Source: an optimization exercise on an open RTL-to-GDS flow (aim: small area, a short achievable clock period and few clock cycles per item). Production flows keep margins and buffers that such runs may drop.
The RTL was checked by simulation tests, not by an equivalence proof against the original design.
Power is estimated from default activity; no workload was simulated.

`design/flow/design.v`:
```
module dedup_sort (
    input  wire        clk,
    input  wire        rst,           
    input  wire        in_valid,
    output wire        in_ready,
    input  wire [39:0] in_id,
    input  wire        in_skip,
    input  wire        in_last,
    output wire        out_valid,
    input  wire        out_ready,
    output wire        out_type,      
    output wire [39:0] out_id,
    output wire [4:0]  out_count,
    output wire [3:0]  out_inv,
    output wire        out_skip,
    output wire        out_last
);
    localparam integer N = 16;
    localparam [1:0] S_IN   = 2'd0;
    localparam [1:0] S_UNIQ = 2'd1;
    localparam [1:0] S_INV  = 2'd2;
    reg [1:0]  state;
    reg [4:0]  n;           
    reg [3:0]  rank;        
    reg [3:0]  k;           
    reg [39:0] ids   [0:N-1];
    reg        skips [0:N-1];
    reg        done  [0:N-1];    
    reg [3:0]  invs  [0:N-1];
    reg        found;
    reg [39:0] best;
    reg [4:0]  best_count;
    reg        match [0:N-1];
    integer    i;
    reg        l0_ok [0:15];
    reg [39:0] l0_id [0:15];
    reg        l1_ok [0:7];
    reg [39:0] l1_id [0:7];
    reg        l2_ok [0:3];
    reg [39:0] l2_id [0:3];
    reg        l3_ok [0:1];
    reg [39:0] l3_id [0:1];
    always @(*) begin
        for (i = 0; i < 16; i = i + 1) begin
            l0_ok[i] = (i < n) && !done[i];
            l0_id[i] = ids[i];
        end
        for (i = 0; i < 8; i = i + 1) begin
            l1_ok[i] = l0_ok[2*i] || l0_ok[2*i+1];
            l1_id[i] = (l0_ok[2*i] && (!l0_ok[2*i+1] || l0_id[2*i] <= l0_id[2*i+1]))
                       ? l0_id[2*i] : l0_id[2*i+1];
        end
        for (i = 0; i < 4; i = i + 1) begin
            l2_ok[i] = l1_ok[2*i] || l1_ok[2*i+1];
            l2_id[i] = (l1_ok[2*i] && (!l1_ok[2*i+1] || l1_id[2*i] <= l1_id[2*i+1]))
                       ? l1_id[2*i] : l1_id[2*i+1];
        end
        for (i = 0; i < 2; i = i + 1) begin
            l3_ok[i] = l2_ok[2*i] || l2_ok[2*i+1];
            l3_id[i] = (l2_ok[2*i] && (!l2_ok[2*i+1] || l2_id[2*i] <= l2_id[2*i+1]))
                       ? l2_id[2*i] : l2_id[2*i+1];
        end
        found = l3_ok[0] || l3_ok[1];
        best  = (l3_ok[0] && (!l3_ok[1] || l3_id[0] <= l3_id[1])) ? l3_id[0] : l3_id[1];
        best_count = 5'd0;
        for (i = 0; i < N; i = i + 1) begin
            match[i] = (i < n) && !done[i] && (ids[i] == best);
            if (match[i])
                best_count = best_count + 5'd1;
        end
    end
    assign in_ready  = (state == S_IN);
    assign out_valid = (state == S_UNIQ && found) || (state == S_INV);
    assign out_type  = (state == S_INV);
    assign out_id    = best;
    assign out_count = best_count;
    assign out_inv   = invs[k];
    assign out_skip  = skips[k];
    assign out_last  = (state == S_INV) && ({1'b0, k} == n - 5'd1);
    always @(posedge clk) begin
        if (rst) begin
            state <= S_IN;
            n     <= 5'd0;
            rank  <= 4'd0;
            k     <= 4'd0;
        end else begin
            case (state)
                S_IN: begin
                    if (in_valid) begin
                        ids[n[3:0]]   <= in_id;
                        skips[n[3:0]] <= in_skip;
                        done[n[3:0]]  <= in_skip;
                        invs[n[3:0]]  <= 4'd0;
                        n <= n + 5'd1;
                        if (in_last || n == 5'd15) begin
                            rank  <= 4'd0;
                            state <= S_UNIQ;
                        end
                    end
                end
                S_UNIQ: begin
                    if (!found) begin
                        k     <= 4'd0;
                        state <= S_INV;
                    end else if (out_ready) begin
                        for (i = 0; i < N; i = i + 1) begin
                            if (match[i]) begin
                                done[i] <= 1'b1;
                                invs[i] <= rank;
                            end
                        end
                        rank <= rank + 4'd1;
                    end
                end
                S_INV: begin
                    if (out_ready) begin
                        k <= k + 4'd1;
                        if (out_last) begin
                            n     <= 5'd0;
                            state <= S_IN;
                        end
                    end
                end
                default: state <= S_IN;
            endcase
        end
    end
endmodule
```
`design/flow/constraint.sdc`:
```
create_clock -name core_clock -period 30.0 [get_ports {clk}]
set_input_delay 6.0000 -clock core_clock [delete_from_list [all_inputs] [get_ports {clk}]]
set_output_delay 6.0000 -clock core_clock [all_outputs]
set_load 0.01 [all_outputs]
```
`design/flow/run.sh`:
```
#!/bin/bash
# synth_recipe.tcl (not shown) runs the flow's synth.tcl, then flattens the netlist and writes it again
# the make line also repeats each setting of config.mk as NAME=value (left out here)
make -C /OpenROAD-flow-scripts/flow DESIGN_CONFIG=/design/flow/config.mk WORK_HOME=/design/flow/orfs CLKGATE_MAP_FILE= SYNTH_SCRIPT=/design/flow/synth_recipe.tcl finish
```
`design/flow/config.mk`:
```
export PLATFORM = sky130hd
export DESIGN_NAME = dedup_sort
export DESIGN_NICKNAME = dedup_sort
export VERILOG_FILES = /design/flow/design.v
export SDC_FILE = /design/flow/constraint.sdc
export NUM_CORES = 4
export LEC_CHECK = 0
export CAP_MARGIN = 20
export CORE_MARGIN = 2
export CORE_UTILIZATION = 40
export SETUP_SLACK_MARGIN = 1.0
export SLEW_MARGIN = 20
```
==> impl_metrics.py <==
metrics = {
    "status": {
        "outcome": "timing/DRC/antenna clean",
    },
    "yosys": {
        "syn_inst": 6275,
        "synthFlopType": "edfxtp_1",
        "muxShareOfSynthArea_pct": 6.721,
        "netlist_area_sq_um": 60890,
        "synth-seq-area-share_pct": 36.66,
        "synthSimpleGateAreaFrac_pct": 14.80,
        "yosys_register_bits": 755,
        "syn-num-nets": 6942,
        "synthArstFlopShare_pct": 0,
        "synth_cell_types": 122,
        "synthAdderAreaFrac_pct": 12.76,
        "syn_area_per_cell_sq_um": 9.704,
        "synth_compound_area_share_pct": 15.21,
        "synth_top_family_by_area": "compound AO/OA/AOI/OAI gates",
        "yosys_warnings": 10,
        "synth_xor_area_share_pct": 8.406,
        "synth_edf_count": 720,
    },
    "clock_tree": {
        "clock_path_buffers": 3,
        "clkTransAtPathRegs_ns": 0.06,
        "cts_tree": "done",
        "htree_levels": 3,
        "hold_buffers": 0,
        "cts_buffers": 91,
        "clock_sinks": 755,
        "cts-root-buf": "clkbuf_16",
        "clk_latency_ns": 0.76,
    },
    "timing": {
        "final.setup.tns_ns": 0,
        "grt_setup_unrepaired": "no",
        "fmax_ghz": 0.03541,
        "relSlewSlack_pct": 13.71,
        "layout_min_cycle_time_ns": 28.24,
        "post-route-period-util_pct": 94.13,
        "tightest_slew_ns": 1.294,
        "drv_slew": 0,
        "hold_viol_final": 0,
        "fin_worst_skew_ns": 0.04741,
        "setup_violations": 0,
    },
    "finish": {
        "drive_above_1_share_pct": 20.50,
        "syn2layout_area_growth_pct": 23.69,
        "utilization_pct": 49.70,
        "fin_nets": 7847,
        "fillCellCount": 14070,
    },
    "floorplan": {
        "chipWidth_um": 394.2,
        "placeableCoreArea_sq_um": 151500,
        "dieArea_sq_um": 155400,
        "fp.dieH_um": 394.2,
        "start_util_pct": 40.18,
        "io_pins": 100,
        "row_count": 143,
    },
    "detailed_routing": {
        "antenna_left": 0,
        "wl_per_cell_um": 42.59,
        "drc": 0,
        "drt_first_pass_iters": 8,
        "wl_mm": 396.8,
        "drt-vias-per-instance": 6.679,
        "drtIter0Drc": 10220,
        "via_count": 62230,
    },
    "global_route": {
        "grt_pass1_vias": 57650,
        "antenna_found_initial": 41,
        "grt-ovfl-total": 0,
        "grt_max_degree": 65,
        "grt_usage_pct": 49.37,
        "grt_pass1_wl_mm": 515.7,
    },
    "critical_path": {
        "worstPathRequired_ns": 24.00,
        "timing.critical_path.slowest_stage_cell": "nor3_1",
        "worstPathArrival_ns": 22.24,
        "rr_worst_depth": 56,
        "cp-end-kind": "primary output",
        "crit_path_frequent_cell": "ha_1",
        "start_kind": "flip-flop",
        "critPathKind": "reg2out",
        "critPathMaxFanout": 28,
        "critPathMaxStageDelay_ns": 0.64,
    },
    "power_and_ir_drop": {
        "max-vdd-ir-drop_uv": 57.12,
        "power_mw": 5.010,
        "power.leakage_nw": 30.73,
        "power.density_nw_per_um2": 66.52,
    },
    "job": {
        "drv_cap": 0,
    },
    "min_path": {
        "whs_path_depth": 2,
        "min_path_type": "reg2reg",
    },
    "placed_design": {
        "place_congestion": 1.144,
        "dpl.hpwl_mm": 310.8,
        "port_buffers": 99,
    },
}
==> logic make-up after synthesis <==
kind of cell / after synthesis
buf+inv: 811
compound gates: 1371
flops: 755
xor+xnor: 569
simple gates: 1776
fa+ha+maj: 621
mux: 372
==> flip-flops by register name, indices dropped and copies added (netlist names), named ones only <==
signal	count
skips	16
invs	64
state	2
k	4
rank	4
done	16
n	5
ids	640
==> cells in the final DEF, fill, tap and decap left out, types with 107 or more instances in the layout <==
| master | count |
|---|---|
| o21ai_0 | 223 |
| mux2i_1 | 294 |
| inv_1 | 525 |
| xnor2_1 | 503 |
| nor4_1 | 112 |
| nand4_1 | 229 |
| a21oi_1 | 324 |
| nor3_1 | 200 |
| edfxtp_1 | 720 |
| nand2_1 | 496 |
| ha_1 | 621 |
| nor2_1 | 269 |
| o22ai_1 | 167 |
| buf_4 | 931 |
| a211oi_1 | 107 |
| nand3_1 | 115 |
==> final timing paths <==
path	start	endpoint	slack, ns
worst max-delay path	ids[8][33]	out_count[4]	1.76
worst min-delay path	done[5]	done[5]	0.48
worst max register to register	ids[8][33]	invs[13][2]	14.11
worst min register to register	done[5]	done[5]	0.48
==> per-layer routing <==
metal  vias up  wire, um  track usage (%)
li1      25460         -                -
met1     30390    146100            62.28
met2      5084    157300            68.81
met3      1286     52320            15.02
met4        12     40920            41.26
met5         -       114                0
==> worst max-delay path, delay by kind of cell, from the launching register on <==
| family | cells | cell delay, ns |
|---|---|---|
| buffers and inverters | 15 | 3.04 |
| adders and majority gates | 13 | 3.74 |
| muxes | 2 | 0.34 |
| AOI/OAI and AO/OA | 26 | 6.03 |
| xor gates and xnor gates | 7 | 1.65 |
| DFF | 1 | 0.48 |
| and+or+nand+nor | 29 | 6.14 |
==> area by class of cell <==
type                    instances  area, sq um  area share, %
clock buffers                 113         2451          3.254
diodes                         29        72.57        0.09635
clock inverters                58        705.7         0.9370
well taps                    2030         2540          3.372
inverters                     535         2027          2.691
flip-flops and latches        755        22330          29.64
repair buffers               1084         8847          11.75
multi-input cells            4713        36350          48.26
==> metrics by stage <==
step	worst slack [ns]	hold slack (ns)	instance area, sq um	cells
after CTS	1.038	0.4791	74350	9234
after global placement	0.3753	0.4558	70940	9048
final	1.760	0.4768	75320	9317
after floorplan	4.822	0.4425	60890	6275
after detailed placement	0.5892	0.4644	70950	9048
after global routing	0.9412	0.5083	75240	9288
==> repair_timing <==
action                     in CTS  in global routing
pin swaps                       6                 14
gates cloned                    2                  2
setup buffers                  13                 52
setup endpoints to repair       4                  4
gates resized for setup        18                 92
==> synth_stat cells, types with 101 or more instances <==
library cell,n,area share [%]
a211oi_1,113,1.4
a21oi_1,340,2.8
buf_2,101,0.83
clkbuf_1,112,0.69
edfxtp_1,720,36
ha_1,621,13
inv_1,530,3.3
mux2i_1,322,5.3
nand2_1,497,3.1
nand3_1,117,0.96
nand4_1,229,2.4
nor2_1,310,1.9
nor3_1,212,1.7
nor4_1,126,1.3
o21ai_0,225,1.8
o22ai_1,170,1.7
xnor2_1,503,7.2
==> report_power, final <==
part	switching [mW]	leakage, nW	internal, mW
clock network	0.530	1.52	0.675
logic	1.73	22.5	0.891
registers	0.0181	6.75	1.16
total	2.28	30.7	2.73
Testbench counts, summed over its fixed seeds: cycles 16,649, items 6,688.

static timing again, ports no longer ideal:
Ports are ideal in the flow. The routed layout listed here was re-timed in OpenROAD.
Step 1, drivers: a clkbuf_16 drives clk and a buf_2 each remaining input, both assumed.
Step 2 adds t to the input delays and takes it off the output delays; t is the mean of the earliest and latest rising clock arrival at the registers after step 1. Input paths then give back, and output paths get back, about the clock's delay inside the block.
Slacks: ideal / step 1 / step 2; pairs: ideal / step 1.
t (ns): 0.835
setup slack, ns: 1.760 / 1.665 / 2.500
hold WS [ns]: 0.477 / 0.477 / 0.477
worst slew at a driven data input, ns: 0.10
pins driven straight from the clock port: 1
After both steps this run still meets setup and hold. The setup slack of this run moves by -0.095 ns with the drivers and by +0.740 ns with both steps.
